Context: an optimization exercise on an open-source flow, tuned for small area and a short achievable clock period. The choices shown serve that exercise and are no tape-out recipe.
The RTL was checked by simulation tests, not by an equivalence proof against the original design.

## reel_block_rx
module reel_block_rx (
  input  wire        clk,
  input  wire        rst,
  input  wire [39:0] in_data,
  input  wire        in_valid,
  output reg  [39:0] out_data,
  output reg         out_valid,
  output reg         stat_valid,
  output reg         stat_hdr_ok,
  output reg  [7:0]  stat_blk,
  output reg  [7:0]  stat_seq,
  output reg         stat_clean_a,
  output reg         stat_clean_b
);
  localparam [47:0] CLAPPER  = 48'hF3A6_0C59_D21E;
  localparam [57:0] SCR_INIT = 58'h2C5_9A37_E1D0_64BB;
  function [15:0] crc16_40(input [15:0] c_in, input [39:0] bits);
    integer i;
    reg [15:0] c;
    reg        fb;
    begin
      c = c_in;
      for (i = 39; i >= 0; i = i - 1) begin
        fb = c[15] ^ bits[i];
        c  = {c[14:0], 1'b0} ^ (fb ? 16'h1021 : 16'h0000);
      end
      crc16_40 = c;
    end
  endfunction
  function [97:0] scramble40(input [57:0] s_in);
    integer i;
    reg [57:0] s;
    reg [39:0] ks;
    reg        f;
    begin
      s = s_in;
      for (i = 39; i >= 0; i = i - 1) begin
        f     = s[57] ^ s[38];
        ks[i] = f;
        s     = {s[56:0], f};
      end
      scramble40 = {s, ks};
    end
  endfunction
  localparam [97:0] SCR_W2 = scramble40(SCR_INIT);
  localparam [57:0] SCR2   = SCR_W2[97:40];
  wire take = in_valid && !rst;
  reg [8:0]  word;      
  reg [57:0] scr;
  wire [97:0] scr_adv = scramble40(scr);
  always @(posedge clk) begin
    if (rst) begin
      word <= 9'd0;
      scr  <= 58'd0;
    end else if (in_valid) begin
      if (word == 9'd447) begin
        word <= 9'd0;
        scr  <= 58'd0;
      end else begin
        word <= word + 9'd1;
        scr  <= (word == 9'd1) ? SCR2 : scr_adv[97:40];
      end
    end
  end
  ...
make LEC_CHECK=0 CAP_MARGIN=20 CORE_MARGIN=2 CORE_UTILIZATION=40 SETUP_SLACK_MARGIN=4.4 SLEW_MARGIN=20 finish   # period 7.0 ns
run.sh (not shown) runs the stock make flow with config.mk's settings and CLKGATE_MAP_FILE= SYNTH_SCRIPT=/design/flow/synth_recipe.tcl, a recipe that flattens the netlist after the stock synthesis.
The first run passed the timing, design-rule and antenna checks.
Edit:
Settings changed: SETUP_SLACK_MARGIN 4.4 to 4.0.
Clock skew goes down by 0.0038 ns.
Design area goes down slightly.
Area after synthesis stays the same.
Hold slack loses 0.019 ns.
Non-clock buffer count goes down by 48.
Register-to-register slack loses 0.14 ns.
Clock-buffer cell count goes down by 4.

* * *

== build 23 ==
Another version of the RTL of reel_block_rx (not shown whole).
Size: ~1300 flip-flops, ~77000 um^2 of cells after synthesis.
==> flow/config.mk <==
export PLATFORM = sky130hd
export DESIGN_NAME = reel_block_rx
export DESIGN_NICKNAME = reel_block_rx
export VERILOG_FILES = /design/flow/design.v
export SDC_FILE = /design/flow/constraint.sdc
export NUM_CORES = 4
export LEC_CHECK = 0
export CAP_MARGIN = 20
export CORE_MARGIN = 2
export CORE_UTILIZATION = 75
export CTS_BUF_LIST = sky130_fd_sc_hd__clkbuf_16 sky130_fd_sc_hd__clkbuf_8
export CTS_CLUSTER_DIAMETER = 100
export CTS_CLUSTER_SIZE = 20
export SETUP_SLACK_MARGIN = 4.55
export SLEW_MARGIN = 20
==> flow/constraint.sdc <==
create_clock -name core_clock -period 7.0 [get_ports {clk}]
set_input_delay 1.4000 -clock core_clock [delete_from_list [all_inputs] [get_ports {clk}]]
set_output_delay 1.4000 -clock core_clock [all_outputs]
set_load 0.01 [all_outputs]
The final layout from build 23, which completed every stage, passed the timing, design-rule and antenna checks at the end of the flow.
Here is what was changed in the inputs of build 73 compared with build 23.
- removing CTS_BUF_LIST (formerly sky130_fd_sc_hd__clkbuf_16 sky130_fd_sc_hd__clkbuf_8)
- changing CAP_MARGIN from 20 to 0
- changing SLEW_MARGIN from 20 to 0
==> comparison <==
| routed wire length | build 23 vs build 73 | ≈ equal |. The final period utilization of build 23 and that of build 73 are within noise of each other. Summary of build 73 over build 23: worst hold slack essentially unchanged, final-layout non-clock buffer area share essentially unchanged, area growth from synthesis to layout essentially unchanged, count of endpoints failing setup in the final report essentially unchanged. On post-layout utilization of the core, build 23 tracks build 73 almost exactly. Build 73 against build 23; met3 wire length is up slightly.
Changes in build 32 relative to build 73:
- SLEW_MARGIN changed from 0 to 20
- CAP_MARGIN changed from 0 to 20
- SETUP_SLACK_MARGIN changed from 4.55 to 4.5
[summary]
- Build 32 ended with every stage complete and zero timing, DRC or antenna violations.
- Clock input transition at the sequential cells of the worst setup and hold paths across build 32 and build 73: no real change.
- Diff build 32 and build 73: number of signal-net buffers in the layout higher in build 32
- Between build 32 and build 73, the difference in via count of the first global-routing pass is negligible.
- Status: routed length on met1 parity (build 73, build 32)
- met3 global-route usage was higher in the run labelled build 32.
- Cmp build 32 and build 73 / fraction of final layout cells sized beyond drive strength 1 / lower: build 32
- On core utilization of the finished layout, build 32 and build 73 are neck and neck.
#### Input delta (build 72 over build 32)
- SETUP_SLACK_MARGIN: 4.5 -> 4.55
- CAP_MARGIN: 20 -> 5
- SLEW_MARGIN: 20 -> 5
Results
- Timing, DRC, antenna: 0 failures across build 72 and build 32
- Area growth from synthesis to layout essentially unchanged between build 72 and build 32.
- Build 32 and build 72 ended up with roughly the same routed wire length.
- Of build 72 and build 32, the run reporting the higher buffers inserted during post-CTS setup optimization was build 72.
- Compared with build 32, in build 72 number of buffers outside the clock class in the layout now smaller; detailed-routed wire length on met3 now larger; utilization after layout comparable.
Here is what was changed in the inputs of build 57 compared with build 72.
- GPL_ROUTABILITY_DRIVEN newly set to 0
==> comparison <==
Cmp build 57 and build 72 / global-route usage / higher: build 57. The maximum cell stage delay along the critical path number comes out lower for build 72 vs build 57. Any difference in detailed-placement wirelength estimate between build 57 and build 72 is small enough to ignore. [compare] base=build 72 new=build 57: number of clock-tree buffers in the layout saw a decrease; share of layout cells above drive strength 1 shows an increase of 0.44 points; final cell count about even.
Input-level comparison between build 85 and build 57:
- a change of SETUP_SLACK_MARGIN from 4.55 to 4.7
- a change of CAP_MARGIN from 5 to 20
- a deleted GPL_ROUTABILITY_DRIVEN that had been 0
- a change of SLEW_MARGIN from 5 to 20
Post-detailed-route wirelength per cell | build 85 below build 57
Wire length the detailed router placed on met1 of build 85 falls short of that of build 57 slightly.
Routed wire length ends up higher on build 57.

* * *

Setup of run A:
Starting RTL as in the previous note.
export LEC_CHECK = 0
export CAP_MARGIN = 20
export CORE_MARGIN = 2
export CORE_UTILIZATION = 75
export CTS_CLUSTER_DIAMETER = 60
export CTS_CLUSTER_SIZE = 30
export SETUP_SLACK_MARGIN = 4.6
export SLEW_MARGIN = 20
create_clock -name core_clock -period 7.0 [get_ports {clk}]
Run A completed; timing, DRC and antenna clean
Inputs modified between run A and run B:
diff --git a/flow/config.mk b/flow/config.mk
--- a/flow/config.mk
+++ b/flow/config.mk
@@ -9,6 +9,7 @@
 export CORE_MARGIN = 2
 export CORE_UTILIZATION = 75
-export CTS_CLUSTER_DIAMETER = 60
-export CTS_CLUSTER_SIZE = 30
-export SETUP_SLACK_MARGIN = 4.6
+export CTS_CLUSTER_DIAMETER = 100
+export CTS_CLUSTER_SIZE = 20
+export PLACE_DENSITY = 0.85
+export SETUP_SLACK_MARGIN = 4.55
 export SLEW_MARGIN = 20
### Flow results
Re total of plain and repair buffers excluding clock buffers: run B is about 6.5% down on run A.
Going from run A to run B, maximum frequency rose about 3%.
Fraction of standard cell area in multi-input logic: run B vs run A up 0.90 points
From run A to run B the numbers moved as follows: final critical-path setup slack increased 0.077 ns, via count decreased about 1.1%, global-route usage decreased 0.21 points.
What run C does differently from run B at the input level:
diff --git a/flow/config.mk b/flow/config.mk
--- a/flow/config.mk
+++ b/flow/config.mk
@@ -8,8 +8,7 @@
 export CAP_MARGIN = 20
 export CORE_MARGIN = 2
-export CORE_UTILIZATION = 75
+export CORE_UTILIZATION = 60
 export CTS_CLUSTER_DIAMETER = 100
 export CTS_CLUSTER_SIZE = 20
-export PLACE_DENSITY = 0.85
-export SETUP_SLACK_MARGIN = 4.55
+export SETUP_SLACK_MARGIN = 4.6
 export SLEW_MARGIN = 20
Findings:
- On minimum setup slack in the final design: between run B and run C, it ends up lower for run C.
- Summary of the comparison: worst-skew pair later-pin latency is higher in run C, relative to run B.
- [compare] base=run B new=run C: cell count after placement picked up an extra 3.7%.
- Comparing the two runs side by side, run C comes out behind run B on routed wire length.
- Non-clock buffer count ends up higher on run C.
- When run C is measured against run B, its clock tree buffer count of the final layout turns out about 0.8% higher.
- Per the comparison of run C with run B, arrival time of the worst setup path increased by 0.03 ns relative to the old numbers, sequential share of layout area decreased by 0.41 points relative to the old numbers.
The inputs of run D differ from those of run C as listed below.
diff --git a/flow/config.mk b/flow/config.mk
--- a/flow/config.mk
+++ b/flow/config.mk
@@ -8,5 +8,5 @@
 export CAP_MARGIN = 20
 export CORE_MARGIN = 2
-export CORE_UTILIZATION = 60
+export CORE_UTILIZATION = 75
 export CTS_CLUSTER_DIAMETER = 100
 export CTS_CLUSTER_SIZE = 20
### Flow results
- Diff run C and run D: fraction of area in multi-input gates higher in run D
- The met3 capacity usage during global routing in run D sits 1.7 points above the value recorded for run C.
- Sequential share of cell area across run C and run D: no real change.
- Run D reports its end point of the critical path as bw[6] while run C reports out_data[31].
Relative to run D, the following input files were edited for run E:
diff --git a/flow/config.mk b/flow/config.mk
--- a/flow/config.mk
+++ b/flow/config.mk
@@ -8,7 +8,7 @@
 export CAP_MARGIN = 20
 export CORE_MARGIN = 2
-export CORE_UTILIZATION = 75
+export CORE_UTILIZATION = 70
 export CTS_CLUSTER_DIAMETER = 100
 export CTS_CLUSTER_SIZE = 20
-export SETUP_SLACK_MARGIN = 4.6
+export SETUP_SLACK_MARGIN = 4.55
 export SLEW_MARGIN = 20
Across run E and run D, the outcome is the same: a clean finish for every run.
Going from run D to run E, minimum clock period decreased by 0.060 ns relative to the old numbers; worst slew margin relative to its limit +4.1 points; final period utilization shows a reduction of 0.86 points; source-to-sink clock delay at the later pin of the worst-skew pair neither gained nor lost much.
Global-route usage over all layers in run E is 1.9 points below run D.
Floorplan die area (lower): run D

==> what the ideal ports hide <==
The results above use ideal ports. As a check the final layouts listed here were re-extracted and re-timed, cells and wires unchanged. Step 1 sets driving cells, clkbuf_16 on the clock port and buf_2 on the other inputs (assumed; they add their load-dependent delay and slew). Step 2 moves the port delays by t, midway between the first and last clock arrival at a register: inputs arrive t later, outputs are due t later. That takes back most of the time a late clock gives input paths. a / b / c = ideal / step 1 / step 2; a / b = the first two.
run | shift t [ns] | setup WS [ns] | worst setup path after step 2 | cell pins on the clock port's net
the first run of note 1 | 0.882 | 4.182 / 4.098 / 3.677 | input to register | 1
the second run of note 1 | 0.901 | 4.056 / 3.964 / 3.410 | input to register | 1
build 23 | 0.774 | 4.418 / 4.336 / 3.895 | input to register | 1
build 73 | 0.758 | 4.428 / 4.346 / 3.854 | input to register | 1
build 32 | 0.767 | 4.377 / 4.292 / 3.781 | input to register | 1
build 72 | 0.758 | 4.428 / 4.346 / 3.854 | input to register | 1
build 57 | 0.759 | 4.404 / 4.342 / 3.749 | input to register | 1
build 85 | 0.759 | 4.456 / 4.374 / 3.951 | input to register | 1
run A | 0.812 | 4.351 / 4.270 / 3.849 | input to register | 1
run B | 0.764 | 4.429 / 4.351 / 3.789 | input to register | 1
run C | 0.790 | 4.395 / 4.319 / 3.854 | input to register | 1
run D | 0.756 | 4.372 / 4.352 / 3.841 | input to register | 1
run E | 0.769 | 4.433 / 4.354 / 3.795 | input to register | 1
After both steps setup and hold are still met in every run listed. The setup slack of build 57, which loses most, moves by -0.062 ns with the drivers and by -0.655 ns with both steps.
